From an optimization exercise on the open Yosys and OpenROAD flow, aimed at small area; shortcuts taken in it are not production practice. Only simulation tests tie the RTL to the original design; equivalence was not proved. The clock port is modelled as an ideal driver; clocking choices that lean on that would not hold on a real chip. Power and IR drop assume default switching activity.

build 7:
## twist_deframer
module twist_deframer (
    input  wire        clk,
    input  wire        rst,           
    input  wire [3:0]  lane,          
    input  wire [1:0]  sym,           
    output reg         locked,
    output wire        pol_inv,
    output reg         oh_valid,
    output wire [63:0] oh_word,
    output reg         oh_crc_ok,
    output reg         pl_valid,
    output wire [39:0] pl_word,
    output reg         stuff_rm,
    output reg         rx_ovf
);
Size: ~780 cells after synthesis, ~170 flip-flops, roughly 120 I/O pins, ~0.0084 sq mm of cells after synthesis.
Settings: LEC_CHECK=0, CAP_MARGIN=0, CORE_MARGIN=2, CORE_UTILIZATION=40, SLEW_MARGIN=0; clock period 8.0 ns.
standard.sh (not shown) runs the stock make flow with config.mk's settings and CLKGATE_MAP_FILE= SYNTH_SCRIPT=/design/flow/synth_recipe.tcl, a recipe that flattens the netlist after the stock synthesis.
==> flow/flow/run.sh <==
#!/bin/bash
set -euo pipefail
export BUFFER_PORTS_ARGS="-buffer_cell sky130_fd_sc_hd__buf_1"
export CTS_ARGS="-sink_clustering_enable -repair_clock_nets -dont_use_dummy_load -buf_list sky130_fd_sc_hd__clkbuf_16 -sink_clustering_size 30 -sink_clustering_max_diameter 150"
bash standard.sh > flow_make.log 2>&1
Build 7 finished end to end and its layout was clean on timing, DRC and antenna.
diff inputs: build 7 => build 14
Settings: CORE_UTILIZATION now 70, was 40; CAP_MARGIN now 20, was 0; SLEW_MARGIN now 20, was 0.
==> flow/flow/run.sh <==
#!/bin/bash
set -euo pipefail
here=$(pwd)
export BUFFER_PORTS_ARGS="-buffer_cell sky130_fd_sc_hd__buf_1"
export CTS_ARGS="-sink_clustering_enable -repair_clock_nets -dont_use_dummy_load -root_buf sky130_fd_sc_hd__clkbuf_8 -buf_list sky130_fd_sc_hd__clkbuf_4"
export POST_CTS_TCL="$here/flow/post_cts.tcl"
export CLK_UPSIZE_SLEW=0.115
bash standard.sh > "$here/flow_make.log" 2>&1
==> flow/flow/post_cts.tcl (new file) <==
# After clock tree synthesis: the leaf clock buffers are clkbuf_4; upsize to
# clkbuf_8 those whose output slew is above CLK_UPSIZE_SLEW (ns), then
# legalize the placement again.
estimate_parasitics -placement
set nup 0
foreach inst [get_cells clkbuf_*] {
  if {[get_property $inst ref_name] ne "sky130_fd_sc_hd__clkbuf_4"} { continue }
  set s [get_property [get_pins [get_name $inst]/X] slew_max]
  if {$s > $::env(CLK_UPSIZE_SLEW)} {
    replace_cell $inst sky130_fd_sc_hd__clkbuf_8
    incr nup
  }
}
puts "post_cts: upsized $nup clock buffers"
if {$nup > 0} {
  detailed_placement
  estimate_parasitics -placement
}
==> notes.md <==
Measured against build 14, the wire length the detailed router placed on met1 of build 7 comes out at 1.3 times the reference value. When build 14 is measured against build 7, its final period demand of the worst path turns out 0.088 ns higher. The higher area added between synthesis and finish came out of build 7.
Relative to build 14, the following input files were edited for build 26:
Settings: CORE_UTILIZATION changed from 70 to 40.
==> flow/run.sh (new file) <==
#!/bin/bash
# synth_recipe.tcl (not shown) runs the flow's synth.tcl, then flattens the netlist and writes it again
# the make line also repeats each setting of config.mk as NAME=value (left out here)
make -C /OpenROAD-flow-scripts/flow DESIGN_CONFIG=/design/flow/config.mk WORK_HOME=/design/flow/orfs CLKGATE_MAP_FILE= SYNTH_SCRIPT=/design/flow/synth_recipe.tcl finish
removed: flow/flow/run.sh
removed: flow/flow/post_cts.tcl
removed: flow/standard.sh
Wire length after detailed routing, build 26 and build 14: lower on build 14. Looking at fraction of power consumed by combinational cells, build 26 sits below build 14. Taking build 14 as the reference point, the post-placement cell area of build 26 rises by 11%.
Inputs modified between build 26 and build 98:
Settings: CORE_UTILIZATION: 40 -> 70.
==> flow/flow/run.sh (new file) <==
#!/bin/bash
set -euo pipefail
export BUFFER_PORTS_ARGS="-buffer_cell sky130_fd_sc_hd__buf_1"
export CTS_ARGS="-sink_clustering_enable -repair_clock_nets -dont_use_dummy_load -buf_list sky130_fd_sc_hd__clkbuf_8"
bash standard.sh > flow_make.log 2>&1
==> flow/standard.sh (new file) <==
#!/bin/bash
# synth_recipe.tcl (not shown) runs the flow's synth.tcl, then flattens the netlist and writes it again
# the make line also repeats each setting of config.mk as NAME=value (left out here)
make -C /OpenROAD-flow-scripts/flow DESIGN_CONFIG=/design/flow/config.mk WORK_HOME=/design/flow/orfs CLKGATE_MAP_FILE= SYNTH_SCRIPT=/design/flow/synth_recipe.tcl "${@:-finish}"
removed: flow/run.sh
### Flow results
Route | build 98 vs build 26 | wire shorter in build 98. The die area number comes out lower for build 98 vs build 26. Changes observed in build 98 relative to build 26: multi-input gate share of the layout cell area went up; vertical die dimension went down; post-layout instance area went down.


Another version of the RTL of twist_deframer (not shown whole).
Size: about 640 cells after synthesis, about 170 flip-flops, about 120 I/O pins.
## twist_deframer
module twist_deframer (
    input  wire        clk,
    input  wire        rst,           
    input  wire [3:0]  lane,          
    input  wire [1:0]  sym,           
    output reg         locked,
    output wire        pol_inv,
    output reg         oh_valid,
    output wire [63:0] oh_word,
    output reg         oh_crc_ok,
    output reg         pl_valid,
    output wire [39:0] pl_word,
    output reg         stuff_rm,
    output reg         rx_ovf
);
export LEC_CHECK = 0
export CAP_MARGIN = 0
export CORE_MARGIN = 2
export CORE_UTILIZATION = 70
export SLEW_MARGIN = 0
create_clock -name core_clock -period 8.0 [get_ports {clk}]
==> flow/flow/run.sh <==
#!/bin/bash
# The standard layout (standard.sh) with these changes:
#  - synthesis: the standard flow's own synthesis script, except that ABC maps the
#    logic with flow/area.abc (area-oriented) instead of ORFS's speed
#    script. Flip-flops are mapped before ABC, so the registers are the
#    standard synthesis's.
#  - buf_1 port buffers;
#  - a clock tree without dummy loads, clkbuf_8 at the root and clkbuf_4
#    leaves; leaves with a high slew are upsized after CTS
#    (flow/post_cts.tcl).
# The make output goes to flow_make.log here; ORFS's per-step logs, one per
# tool run, are under orfs/logs.
set -euo pipefail
here=$(pwd)

awk -v abc="$here/flow/area.abc" '
  /^[ \t]*log_cmd abc \{\*\}\$abc_args[ \t]*$/ {
    print "  set abc_args [lreplace $abc_args 1 1 " abc "]"; n++ }
  { print }
  END { if (n != 1) exit 1 }' "$FLOW_HOME/scripts/synth.tcl" > "$here/my_synth_core.tcl"
awk -v core="$here/my_synth_core.tcl" '
  $0 == "source $::env(SCRIPTS_DIR)/synth.tcl" { print "source " core; n++; next }
  { print }
  END { if (n != 1) exit 1 }' "$here/synth_recipe.tcl" > "$here/my_synth.tcl"
sed -e "s#SYNTH_SCRIPT=[^ ]*#SYNTH_SCRIPT=$here/my_synth.tcl#" "$here/standard.sh" > "$here/my_standard.sh"
grep -q "SYNTH_SCRIPT=$here/my_synth.tcl" "$here/my_standard.sh"

export BUFFER_PORTS_ARGS="-buffer_cell sky130_fd_sc_hd__buf_1"
export CTS_ARGS="-sink_clustering_enable -repair_clock_nets -dont_use_dummy_load -root_buf sky130_fd_sc_hd__clkbuf_8 -buf_list sky130_fd_sc_hd__clkbuf_4"
export POST_CTS_TCL="$here/flow/post_cts.tcl"
export CLK_UPSIZE_SLEW=0.115
bash "$here/my_standard.sh" > "$here/flow_make.log" 2>&1
==> flow/flow/area.abc <==
&get -n
&st
&syn3
&dch
&nf -R 1000
&st
&syn3
&dch
&nf -R 1000
&st
&syn3
&dch
&nf -R 1000
&st
&syn3
&dch
&nf -R 1000
&put
==> flow/flow/post_cts.tcl <==
# After clock tree synthesis: the leaf clock buffers are clkbuf_4; upsize to
# clkbuf_8 those whose output slew is above CLK_UPSIZE_SLEW (ns), then
# legalize the placement again.
estimate_parasitics -placement
set nup 0
foreach inst [get_cells clkbuf_*] {
  if {[get_property $inst ref_name] ne "sky130_fd_sc_hd__clkbuf_4"} { continue }
  set s [get_property [get_pins [get_name $inst]/X] slew_max]
  if {$s > $::env(CLK_UPSIZE_SLEW)} {
    replace_cell $inst sky130_fd_sc_hd__clkbuf_8
    incr nup
  }
}
puts "post_cts: upsized $nup clock buffers"
if {$nup > 0} {
  detailed_placement
  estimate_parasitics -placement
}
The baseline finished clean.
Change:
--- a/flow/config.mk
+++ b/flow/config.mk
@@ -7,5 +7,5 @@
 export LEC_CHECK = 0
-export CAP_MARGIN = 0
+export CAP_MARGIN = 20
 export CORE_MARGIN = 2
 export CORE_UTILIZATION = 70
-export SLEW_MARGIN = 0
+export SLEW_MARGIN = 20
After rerunning: Cell count does not change; synthesized cell count is unchanged; design area hardly moves; core utilization rises by 0.20 points; sequential cell count stays the same; worst setup slack gains 0.0053 ns; die area does not change.
Change:
--- a/flow/config.mk
+++ b/flow/config.mk
@@ -10,2 +10,3 @@
 export CORE_UTILIZATION = 70
+export GPL_TIMING_DRIVEN = 0
 export SLEW_MARGIN = 20
=>
- total power is about the same
- worst hold slack is about the same
- clock skew rises by 0.0049 ns
- maximum frequency falls by a few percent
- cell area rises by a few percent

## afterwards: timing with drivers on the ports
No port has a modelled driver above. Below, the same layouts with a new extraction and two added sets of constraints.
Step 1 assumes that a clkbuf_16 drives the clock port and a buf_2 every other input.
Step 2 moves the port delays by t, midway between the first and last clock arrival at a register: inputs arrive t later, outputs are due t later. That takes back most of the time a late clock gives input paths.
Slacks: no drivers / after step 1 / after step 2; pairs: no drivers / after step 1.
run	t (ns)	setup WS [ns]	worst register clock-pin slew, ns	worst data-port slew with drivers (ns)
build 7	0.462	0.936 / 0.955 / 0.493	0.07 / 0.07	0.06
build 14	0.476	0.848 / 0.856 / 0.380	0.11 / 0.11	0.05
build 26	0.473	0.536 / 0.554 / 0.081	0.07 / 0.07	0.07
build 98	0.488	0.860 / 0.869 / 0.380	0.09 / 0.09	0.05
the first run of note 2	0.478	0.613 / 0.592 / 0.114	0.12 / 0.12	0.05
the second run of note 2	0.456	0.619 / 0.605 / 0.150	0.11 / 0.11	0.05
the third run of note 2	0.470	0.422 / 0.433 / -0.037	0.12 / 0.12	0.04
With both steps, setup timing fails in the third run of note 2, where it was met with ideal ports. The setup slack of the first run of note 2, which loses most, moves by -0.021 ns with the drivers and by -0.499 ns with both steps.
